Background: an optimization exercise with open tools, aiming at small area, a short achievable clock period and few clock cycles per item. Do not read the settings as production practice. At most, simulation tests tie the RTL to the original design; equivalence was not proved.

// cz_quant
module cz_quant (
    input             clk,
    input             rst,           
    input             in_valid,
    output            in_ready,
    input      [31:0] in_d,          
    input             in_ident,      
    input       [2:0] in_table,      
    input       [4:0] in_width,      
    input       [2:0] in_dither,     
    input      [15:0] in_fn,         
    input       [2:0] in_word,       
    input      [19:0] in_entry,      
    input             in_zero,       
    output     [14:0] tbl_addr,      
    input      [15:0] tbl_data0,     
    input      [15:0] tbl_data1,     
    output reg        out_valid,
    input             out_ready,
    output reg [15:0] out_word,
    output reg [31:0] out_y          
);
    reg  sk_valid;
    reg  adv;            
    reg  rdy;            
    assign in_ready = rdy;
    localparam IW = 54;
    wire [IW-1:0] in_item = {in_d[30:0], in_ident, in_table, in_width[4], in_width[2:0],
                             in_dither, in_fn[3:0], in_word, in_entry[3:0], in_zero};
    reg           s1_valid;
    reg  [IW-1:0] s1_item;
    always @(posedge clk) begin
        if (rst)
            s1_valid <= 1'b0;
        else if (adv)
            s1_valid <= in_valid && rdy;
  ...
Size in the first run: about 5500 cells after synthesis, about 350 flip-flops.
clock: 140.0 ns
lec_check: 0
abc_area: 1
cap_margin: 20
core_margin: 2
core_utilization: 60
cts_buf_list: sky130_fd_sc_hd__clkbuf_8
slew_margin: 20
standard.sh (not shown) runs the stock make flow with config.mk's settings and CLKGATE_MAP_FILE= SYNTH_SCRIPT=/design/flow/synth_recipe.tcl, a recipe that flattens the netlist after the stock synthesis.
==> flow/flow/run.sh <==
#!/bin/bash
# The standard layout (standard.sh), with one change: ABC maps the
# synthesised logic with area-oriented mapping (map -a, flow/abc_area.script)
# instead of ORFS's default abc_area.script. Registers, their names and cell
# types are the standard synthesis's, since ABC sees only combinational logic.
set -euo pipefail
rm -rf scripts_area
cp -r "$FLOW_HOME/scripts" scripts_area
cp flow/abc_area.script scripts_area/abc_area.script
bash standard.sh finish SCRIPTS_DIR="$PWD/scripts_area" > layout.log 2>&1
==> flow/flow/abc_area.script <==
strash
dch
map -a
topo
stime -c
buffer -c
upsize -c
dnsize -c
Testbench counts at the start, summed over its fixed seeds: cycles 16,040, items 16,000.
Edit:
CAP_MARGIN = 0   (was 20)
CTS_BUF_LIST = default   (was sky130_fd_sc_hd__clkbuf_8)
SLEW_MARGIN = 0   (was 20)
Effect: Worst setup slack improves by 0.11 ns. Utilization is about the same. Via count is about the same. Routed wire length is about the same. Global-route usage barely changes. Count of clock-buffer cells in the layout went down by 17. Fmax went up by 0.36%.

---

Setup of run a:
cz_quant, a different RTL version from the one above (not shown whole).
Size: about 6700 cells after synthesis, about 190 I/O pins, ~47000 um^2 of cells after synthesis.
clock: 140.0 ns
lec_check: 0
abc_area: 1
cap_margin: 20
core_margin: 2
core_utilization: 60
slew_margin: 20
run.sh (not shown) runs the stock make flow with config.mk's settings and CLKGATE_MAP_FILE= SYNTH_SCRIPT=/design/flow/synth_recipe.tcl, a recipe that flattens the netlist after the stock synthesis.
Stock flow here: none of the scripts above is used.
The inputs of run b differ from those of run a as listed below.
Settings: a change of CORE_UTILIZATION from 60 to 40.
==> comparison <==
Run b completed every stage of the flow, and the final layout passed the timing, DRC and antenna checks. The flow did not stop early for run a: all stages ran, and the layout cleared the timing, DRC and antenna checks. The run showing the smaller antenna cell count is run a. Routed via count divided by cell count (run b / run a): 0.926. The run showing the smaller length in cells of the worst reg-to-reg path is run b. The lower height of the chip came out of run a. The share of the clock period used by the worst path was comparable across run b and run a. Per the comparison of run b with run a, cell area after placement rose by 640 um^2; total wire length rose 5.8%; global-route usage fell 10 points; final cell area excluding filler cells picked up an extra 1.8%.
No functional check of the RTL was part of any run of this note.

---

job 2093:
cz_quant, a different RTL version from the one above (not shown whole).
For scale: roughly 4800 cells after synthesis, ~350 flip-flops, ~190 I/O pins, ~39000 sq um of cells after synthesis.
==> flow/config.mk <==
export PLATFORM = sky130hd
export DESIGN_NAME = cz_quant
export DESIGN_NICKNAME = cz_quant
export VERILOG_FILES = /design/flow/design.v
export SDC_FILE = /design/flow/constraint.sdc
export NUM_CORES = 4
export LEC_CHECK = 0
export ABC_AREA = 1
export CAP_MARGIN = 20
export CORE_MARGIN = 2
export CORE_UTILIZATION = 60
export SLEW_MARGIN = 20
==> flow/constraint.sdc <==
create_clock -name core_clock -period 140.0 [get_ports {clk}]
set_input_delay 28.0000 -clock core_clock [delete_from_list [all_inputs] [get_ports {clk}]]
set_output_delay 28.0000 -clock core_clock [all_outputs]
set_load 0.01 [all_outputs]
standard.sh (not shown) runs the stock make flow with config.mk's settings and CLKGATE_MAP_FILE= SYNTH_SCRIPT=/design/flow/synth_recipe.tcl, a recipe that flattens the netlist after the stock synthesis.
==> flow/flow/run.sh <==
#!/bin/bash
# The standard layout (standard.sh), with one change: ABC maps the
# synthesised logic with area-oriented mapping (amap, then buffering and gate sizing;
# flow/abc_area.script)
# instead of ORFS's default abc_area.script. Registers, their names and cell
# types are the standard synthesis's, since ABC sees only combinational logic.
set -euo pipefail
rm -rf scripts_area
cp -r "$FLOW_HOME/scripts" scripts_area
cp flow/abc_area.script scripts_area/abc_area.script
bash standard.sh finish SCRIPTS_DIR="$PWD/scripts_area" > layout.log 2>&1
==> flow/flow/abc_area.script <==
strash
dch
amap
topo
stime -c
buffer -c
upsize -c
dnsize -c
Testbench counts of job 2093, summed over its fixed seeds: cycles 16,040, items 16,000.
What job 1504 does differently from job 2093 at the input level:
Settings: CTS_CLUSTER_DIAMETER newly set to 50.
==> flow/flow/run.sh <==
#!/bin/bash
# The standard layout (standard.sh), with two changes:
# - ABC maps the synthesised logic with area-oriented mapping (amap, then
#   buffering and gate sizing; flow/abc_area.script) instead of ORFS's default
#   abc_area.script. Registers, their names and cell types are the standard
#   synthesis's, since ABC sees only combinational logic.
# - every input and output port still gets its own buffer, but a plain
#   sky130_fd_sc_hd__buf_1 instead of the delay cell buffer_ports picks.
set -euo pipefail
rm -rf scripts_area
cp -r "$FLOW_HOME/scripts" scripts_area
cp flow/abc_area.script scripts_area/abc_area.script
bash standard.sh finish SCRIPTS_DIR="$PWD/scripts_area" \
  BUFFER_PORTS_ARGS="-buffer_cell sky130_fd_sc_hd__buf_1" > layout.log 2>&1
### Flow results
- Diff job 2093..job 1504 | routing usage on met2 | negligible
- In job 1504, the non-clock buffer share of cell area came out 2.1 points below the value in job 2093.
- Going from job 2093 to job 1504, fraction of standard cell area that is sequential higher, setup slack higher.
- Going from job 2093 to job 1504, post-detailed-routing wire length shrinks by about 0.37%.
Relative to job 1504, the following input files were edited for job 2587:
Settings: clearing CTS_CLUSTER_DIAMETER, which used to be 50.
--- outcome ---
- Reported for job 2587 and job 1504, number of logic stages on the critical path including buffering turned out identical to the last digit.
- Job 2587 and job 1504 ended up with roughly the same synthesized area divided by synthesized cell count.
- Job 1504 → job 2587: count of clock-buffer cells in the layout fell by 10; via count of the routed design rose by 251; utilization fell by 0.24 points; cell area fell by 150 sq um.
Here is what was changed in the inputs of job 1661 compared with job 2587.
--- a/flow/flow/run.sh
+++ b/flow/flow/run.sh
@@ -6,5 +6,5 @@
 #   synthesis's, since ABC sees only combinational logic.
 # - every input and output port still gets its own buffer, but a plain
-#   sky130_fd_sc_hd__buf_1 instead of the delay cell buffer_ports picks.
+#   sky130_fd_sc_hd__buf_2 instead of the delay cell buffer_ports picks.
 set -euo pipefail
 rm -rf scripts_area
@@ -12,3 +12,3 @@
 cp flow/abc_area.script scripts_area/abc_area.script
 bash standard.sh finish SCRIPTS_DIR="$PWD/scripts_area" \
-  BUFFER_PORTS_ARGS="-buffer_cell sky130_fd_sc_hd__buf_1" > layout.log 2>&1
+  BUFFER_PORTS_ARGS="-buffer_cell sky130_fd_sc_hd__buf_2" > layout.log 2>&1
Results
- Between job 1661 and job 2587, it is job 1661 whose global placement routability congestion is higher, by 0.015.
- For maximum clock rate, job 2587 and job 1661 come out practically identical.
- Of job 1661 and job 2587, the run reporting the lower routed wire length was job 2587.
- Comparing job 1661 against job 2587, there is no change at all in number of gates resized after cts.
- Compared with job 2587, job 1661 shows maximum cell stage delay along the critical path higher by 0.06 ns.
- [compare] base=job 2587 new=job 1661: pre-CTS setup slack went down; wire length on met3 increased by about 1.5% relative to the old numbers; met3 track utilization from global routing was more or less identical; cell area after layout now sits higher.
- Job 1661 ended up with s2_idx[0] as its source of the critical timing path; job 2587 ended up with out_y[27].

-- static timing again, ports no longer ideal --
No port has a modelled driver above. Below, the same layouts with a new extraction and two added sets of constraints. Step 1, drivers: a clkbuf_16 drives clk and a buf_2 each remaining input, both assumed. Step 2 moves the port delays by t, midway between the first and last clock arrival at a register: inputs arrive t later, outputs are due t later. That takes back most of the time a late clock gives input paths. a / b / c = no drivers / after step 1 / after step 2; a / b = the first two.
run	t, ns	slack for setup (ns)	worst setup path at the end
the first run of note 1	0.721	110.384 / 110.320 / 110.555	input to register
the second run of note 1	0.636	110.489 / 110.419 / 110.187	input to register
run a	0.651	110.499 / 110.430 / 110.372	input to register
run b	0.692	110.462 / 110.391 / 110.498	input to register
job 2093	0.589	110.491 / 110.433 / 110.410	input to register
job 1504	0.598	110.889 / 110.829 / 110.784	input to register
job 2587	0.588	110.894 / 110.837 / 110.769	input to register
job 1661	0.591	110.926 / 110.866 / 110.832	input to register
After both steps setup and hold are still met in every run listed. The setup slack of the second run of note 1, which loses most, moves by -0.070 ns with the drivers and by -0.302 ns with both steps.
